Background: an optimization exercise with open tools, aiming at small area, a short achievable clock period and few clock cycles per item. Do not read the settings as production practice.
No functional check of the RTL was part of this run.
Power figures rest on the tool's default switching activity, not on a simulated workload.

[flow/run.sh]
#!/bin/bash
# synth_recipe.tcl (not shown) runs the flow's synth.tcl, then flattens the netlist and writes it again
# the make line also repeats each setting of config.mk as NAME=value (left out here)
make -C /OpenROAD-flow-scripts/flow DESIGN_CONFIG=/design/flow/config.mk WORK_HOME=/design/flow/orfs CLKGATE_MAP_FILE= SYNTH_SCRIPT=/design/flow/synth_recipe.tcl finish
[flow/config.mk]
export PLATFORM = sky130hd
export DESIGN_NAME = pwm_minp
export DESIGN_NICKNAME = pwm_minp
export VERILOG_FILES = /design/flow/design.v
export SDC_FILE = /design/flow/constraint.sdc
export NUM_CORES = 4
export LEC_CHECK = 0
export ABC_AREA = 1
export CAP_MARGIN = 20
export CORE_MARGIN = 2
export CORE_UTILIZATION = 40
export SLEW_MARGIN = 20
[flow/constraint.sdc]
create_clock -name core_clock -period 26.0 [get_ports {clk}]
set_input_delay 5.2000 -clock core_clock [delete_from_list [all_inputs] [get_ports {clk}]]
set_output_delay 5.2000 -clock core_clock [all_outputs]
set_load 0.01 [all_outputs]
[flow/design.v]
module pwm_minp (
    input  wire        clk,
    input  wire        rst,
    input  wire        in_valid,
    output wire        in_ready,
    input  wire [18:0] in_per,
    input  wire [13:0] in_dly_r,
    input  wire [13:0] in_dly_f,
    input  wire [10:0] in_duty_max,
    input  wire        in_clamp,
    input  wire        in_clear,
    input  wire [7:0]  in_ls,
    input  wire [75:0] in_h,
    input  wire [3:0]  in_centre,
    output reg         out_valid,
    output reg  [7:0]  out_ls,
    output reg  [75:0] out_on,
    output reg  [75:0] out_off,
    output reg  [3:0]  out_drop,
    output reg  [3:0]  out_raise
);
    assign in_ready = 1'b1;
    reg        s0_valid;
    reg [18:0] s0_per;
    reg [13:0] s0_dly_r, s0_dly_f;
    reg [10:0] s0_duty_max;
    reg        s0_clamp, s0_clear;
    reg [7:0]  s0_ls;
    reg [75:0] s0_h;
    reg [3:0]  s0_centre;
    always @(posedge clk) begin
        s0_valid    <= in_valid & ~rst;
        s0_per      <= in_per;
        s0_dly_r    <= in_dly_r;
        s0_dly_f    <= in_dly_f;
        s0_duty_max <= in_duty_max;
        s0_clamp    <= in_clamp;
        s0_clear    <= in_clear;
        s0_ls       <= in_ls;
        s0_h        <= in_h;
        s0_centre   <= in_centre;
    end
    wire [29:0] duty_prod = s0_duty_max * s0_per;
    wire [14:0] thr_h0    = 15'd2000 + s0_dly_r;
    wire [14:0] thr_l0    = 15'd2000 + s0_dly_f;
    wire [18:0] pmt0      = s0_per - thr_l0;
    reg        s1_valid;
    reg [18:0] s1_per, s1_max_h, s1_pmt;
    reg [14:0] s1_thr_h;
    reg        s1_full, s1_clamp, s1_clear;
    reg [7:0]  s1_ls;
    reg [75:0] s1_h;
    reg [3:0]  s1_centre;
    reg [3:0]  s1_nz, s1_sh, s1_sl, s1_isper;
    reg [63:0] s1_hmp;            
    integer k;
    always @(posedge clk) begin
        s1_valid  <= s0_valid & ~rst;
        s1_per    <= s0_per;
        s1_max_h  <= duty_prod[28:10];
        s1_pmt    <= pmt0;
        s1_thr_h  <= thr_h0;
        s1_full   <= s0_duty_max[10];
        s1_clamp  <= s0_clamp;
        s1_clear  <= s0_clear;
        s1_ls     <= s0_ls;
        s1_h      <= s0_h;
        s1_centre <= s0_centre;
        for (k = 0; k < 4; k = k + 1) begin
            s1_nz[k]           <= |s0_h[19*k +: 19];
            s1_sh[k]           <= (s0_h[19*k +: 19] < {4'd0, thr_h0});
            s1_sl[k]           <= (s0_h[19*k +: 19] > pmt0);
            s1_isper[k]        <= (s0_h[19*k +: 19] == s0_per);
            s1_hmp[16*k +: 16] <= s0_h[19*k +: 16] - s0_per[15:0];
        end
    end
    reg [15:0] carry [0:3];
    reg rst_q;
    always @(posedge clk) rst_q <= rst;
    reg        s2_valid;
    reg [18:0] s2_per;
    reg [7:0]  s2_ls;
    reg [75:0] s2_h;
    reg [3:0]  s2_centre, s2_drop, s2_raise;
    genvar l;
    generate
        for (l = 0; l < 4; l = l + 1) begin : g_leg
            wire [18:0] h   = s1_h[19*l +: 19];
            wire [15:0] c   = s1_clear ? 16'd0 : carry[l];
            wire        sw  = (s1_ls[2*l +: 2] == 2'd0);
            wire signed [19:0] hc   = $signed({1'b0, h}) + $signed(c);
            wire               over = hc > $signed({1'b0, s1_max_h});
            wire               neg  = hc[19];
            wire [15:0]        hcmp = s1_hmp[16*l +: 16] + c;
            wire nz_c    = ~neg & (|hc);
            wire sh_c    = nz_c & (hc[18:0] < {4'd0, s1_thr_h});
            wire isper_c = ~neg & (hc[18:0] == s1_per);
            wire sl_c    = ~neg & (hc[18:0] > s1_pmt) & ~isper_c;
            wire nz    = over ? s1_nz[l] : nz_c;
            wire sh    = over ? s1_sh[l] & s1_nz[l] : sh_c;
            wire isper = over ? s1_isper[l] : isper_c;
            wire sl    = over ? s1_sl[l] & ~s1_isper[l] : sl_c;
            wire cf    = s1_clamp | over;
            wire dropH  = sh & ~cf;
            wire raiseH = sh & cf;
            wire dropL  = sl & ~cf & s1_full;
            wire raiseL = sl & ~(~cf & s1_full);
            wire [15:0] c_h  = over ? h[15:0] : hc[15:0];
            wire [15:0] c_hm = over ? s1_hmp[16*l +: 16] : hcmp;
            wire [15:0] c_o  = ~sw ? 16'd0 : dropH ? c_h : dropL ? c_hm : 16'd0;
            wire [18:0] h1 = over ? h : (neg ? 19'd0 : hc[18:0]);
            wire [18:0] h3 = raiseH ? {4'd0, s1_thr_h} : raiseL ? s1_pmt : h1;
            wire isLow  = ~nz | dropH;
            wire isHigh = isper | dropL;
            always @(posedge clk) begin
                if (rst_q)
                    carry[l] <= 16'd0;
                else if (s1_valid)
                    carry[l] <= c_o;
            end
            always @(posedge clk) begin
                s2_h[19*l +: 19] <= h3;
                s2_ls[2*l +: 2]  <= ~sw ? s1_ls[2*l +: 2] : isLow ? 2'd1 : isHigh ? 2'd2 : 2'd0;
                s2_drop[l]       <= sw & (dropH | dropL);
                s2_raise[l]      <= sw & (raiseH | raiseL);
            end
        end
    endgenerate
    always @(posedge clk) begin
        s2_valid  <= s1_valid & ~rst;
        s2_per    <= s1_per;
        s2_centre <= s1_centre;
    end
    wire [19:0] per1 = {1'b0, s2_per} + 20'd1;
    generate
        for (l = 0; l < 4; l = l + 1) begin : g_place
            wire [18:0] h3  = s2_h[19*l +: 19];
            wire [1:0]  ls  = s2_ls[2*l +: 2];
            wire [19:0] a   = s2_centre[l] ? per1 : {s2_per, 1'b0};
            wire [19:0] b   = s2_centre[l] ? per1 : 20'd0;
            wire [19:0] son = a - {1'b0, h3};
            wire [19:0] sof = b + {1'b0, h3};
            always @(posedge clk) begin
                out_ls[2*l +: 2]    <= ls;
                out_on[19*l +: 19]  <= (ls == 2'd0) ? son[19:1] : 19'd0;
                out_off[19*l +: 19] <= (ls == 2'd0) ? sof[19:1] : (ls == 2'd2) ? s2_per : 19'd0;
            end
        end
    endgenerate
    always @(posedge clk) begin
        out_valid <= s2_valid & ~rst;
        out_drop  <= s2_drop;
        out_raise <= s2_raise;
    end
endmodule
==> impl_metrics.json <==
{
  "status": "timing/DRC/antenna clean",
  "whs_path_depth": 0,
  "setup-tns-final_ns": 0,
  "synth.area.top_cells": "dfxtp_1 26%, ha_1 15%, nand2_1 13%",
  "grt_start_max_net_pins": 53,
  "pwr-share-clk_pct": 21.4,
  "cts.sinks": 743,
  "gr-total-overflow": 0,
  "startpoint_type": "flop",
  "pwr-share-seq_pct": 27.1,
  "clk_latency_ns": 0.74,
  "worst_setup_path_end_kind": "flop",
  "core-area_um2": 143000,
  "ctsResizeCount": 0,
  "reg2regPathDepth": 40,
  "post-route-util_pct": 45.8,
  "grt_usage_pct": 33.7,
  "r2r_slack_ns": 18.40,
  "rows": 139,
  "syn_inst": 8178,
  "hpwl_um": 204000,
  "dieArea_um2": 147000,
  "drcViolationCount": 0,
  "required_ns": 26.61,
  "htreeDepth": 3,
  "hold_viol": 0,
  "worst_pin_slew_ns": 1.24,
  "worstPathMaxFanout": 52,
  "p_comb_share_pct": 51.5,
  "synth_mux_area_share_pct": 0.0174,
  "layout_common_cells": "1933 x nand2_1, 1146 x inv_1, 742 x dfxtp_1, 700 x ha_1, 635 x nand3_1",
  "hold_ws_ns": 0.323,
  "yosysSeqAreaShare_pct": 25.8,
  "synth_xor_area_share_pct": 3.49,
  "clockBufferDepth": 3,
  "max_slew_margin_pct": 16.3,
  "numCtsBuffers": 84,
  "powerDensity_nw_per_um2": 90.1,
  "syn_area_per_cell_um2": 7.04,
  "routedWlPerCell_um": 24.4,
  "cts_tree": "built",
  "firstDrtPassIters": 6,
  "drv_slew": 0,
  "die_x_um": 383,
  "grt_pass1_vias": 53814,
  "totalWireLength_um": 255000,
  "min_period_ns": 7.60,
  "crit_type": "flop to flop",
  "period_share_pct": 29.2,
  "synthAdderAreaFrac_pct": 20.9,
  "layout_commonest_cell": "nand2_1",
  "nNetsFinal": 9469,
  "drt_iter0_markers": 6005,
  "ys_seq_elements": 743,
  "setup_violations": 0,
  "port_buffers": 319,
  "max_stage_delay_ns": 0.61,
  "postCtsHoldBufs": 0,
  "synthArstFlopShare_pct": 0,
  "synthToLayoutAreaGrowth_pct": 14.0,
  "yosys_warnings": 2,
  "rsz0062_at_grt": "false",
  "clock-root-buffer": "clkbuf_16",
  "switchingPower_mw": 2.73,
  "num_vias": 57621,
  "critPathArrivalTime_ns": 8.21,
  "hold_path_class": "flop to flop",
  "yosysTopAreaCellShare_pct": 25.8,
  "ios": 321,
  "clk_pin_slew_ns": 0.06,
  "synth-edff-count": 0,
  "via_per_inst": 5.52,
  "p_leak_nw": 33.3,
  "slowest_stage": "buf_4",
  "synth-compound-area-share_pct": 14.1,
  "synth_top_area_cell": "dfxtp_1",
  "ir_drop_uv": 84.1,
  "p_int_mw": 3.18,
  "gp_congestion": 1.04,
  "netlist-cell-type-count": 67,
  "ant_nets": 0,
  "drive_gt1_share_pct": 4.31,
  "dieHeight_um": 383,
  "synth_simple_gate_area_share_pct": 26.2,
  "finalClockSkew_ns": 0.0467,
  "synthesis.area_um2": 57600,
  "drv_cap": 0,
  "cts_setup_buffers": 0,
  "synthFlopType": "dfxtp_1",
  "p_sw_share_pct": 46.3,
  "crit_top_cell": "nand2_1",
  "fmaxAchievable_ghz": 0.132,
  "synth_nets": 9192,
  "antenna_found_initial": 17,
  "grt_pass1_wl_um": 363000,
  "synth_top_family_by_area": "simple AND/OR/NAND/NOR gates",
  "start_util_pct": 40.2,
  "p_total_mw": 5.91
}
## registers in the layout, indices dropped and copies added (netlist names), 8 cells and up
name,count
s0_h,76
out_ls,8
s2_per,19
out_off,76
carry,64
out_on,76
s1_max_h,19
s0_duty_max,11
s1_h,76
s1_per,19
s1_thr_h,15
s0_dly_f,14
s2_ls,8
s1_ls,8
s0_ls,8
s1_pmt,19
s0_per,19
s1_hmp,64
s0_dly_r,14
s2_h,76
## Yosys cell counts (37+ instances only)
cell type	number
ha_1	700
nor3_1	71
nand2_1	1933
a21oi_1	607
inv_1	1147
clkbuf_1	120
fa_1	163
nand4_1	128
nand2_2	48
nand3_1	635
dfxtp_1	743
nor2_1	599
o22ai_1	37
xor2_1	165
o21ai_0	371
xnor2_1	59
o21a_1	39
o21bai_1	115
inv_2	40
## layout make-up
type                            instances  area (um^2)
Timing Repair Buffer                  379         3640
Inverter                             1208         4540
Clock buffer                          106         2310
Fill cell                           14604        77700
Sequential cell                       743        14900
Clock inverter                         47          626
Tap cell                             1903         2380
Multi-Input combinational cell       6039        37200
Antenna cell                            5         12.5
## power groups by stage
stage,sequential [mW],clock (mW),combinational (mW)
CTS,1.59,1.29,2.98
floorplan,1.52,0,1.99
finish,1.60,1.26,3.05
global route,1.61,1.33,3.38
detailed placement,1.62,0,2.97
global placement,1.62,0,2.93
## metal layers
layer	part of all wire [%]	GRT usage, %
met4	6.0	17.4
met5	0.0055	0
met1	43	45.5
met2	43	52.0
met3	8.8	5.42
## critical path: cells and delay by family, from the launching register on
family / cells / cell delay, ns
adder cells (fa/ha/maj): 2 / 0.43
AND/OR/NAND/NOR: 28 / 3.59
buffers and inverters: 9 / 2.79
flip-flops: 1 / 0.30
AO/OA/AOI/OAI: 1 / 0.21
## stage by stage
stage                     setup WS, ns  cell area (um^2)  std cells
after floorplan                  20.47             57600       8178
after global placement           18.65             62700      10272
after detailed placement         18.59             62700      10272
after CTS                        18.54             65600      10425
after global routing             17.78             65600      10425
final                            18.40             65600      10430
## worst paths after layout
kind,from,to
hold reg to reg,s0_ls[0],s1_ls[0]
setup / recovery,s1_clear,s2_h[72]
setup reg to reg,s1_clear,s2_h[72]
hold / removal,s0_ls[0],s1_ls[0]
## logic make-up (layout without fill, tap and decap cells)
logic type	after synthesis	in the layout
AND/OR/NAND/NOR	3534	3534
flip-flops	743	743
AO/OA/AOI/OAI	1414	1414
multiplexers	1	1
adder cells (fa/ha/maj)	863	863
XOR/XNOR	226	226
buffers and inverters	1396	1740
other	1	6

-- what the ideal ports hide --
How much do the figures lean on ideal ports? The routed layout below was timed once more, with nothing changed but the port constraints. Step 1 assumes that a clkbuf_16 drives the clock port and a buf_2 every other input. Step 2 adds t to the input delays and takes it off the output delays; t is the mean of the earliest and latest rising clock arrival at the registers after step 1. Input paths then give back, and output paths get back, about the clock's delay inside the block. Slacks: no drivers / after step 1 / after step 2; pairs: no drivers / after step 1.
shift t [ns]: 0.800
setup WS [ns]: 18.396 / 18.396 / 18.396
clock arrival spread, ns: 0.051 / 0.050
cell pins on the clock port's net: 1
After both steps this run still meets setup and hold. The setup slack of this run moves by 0.000 ns with the drivers and by 0.000 ns with both steps.
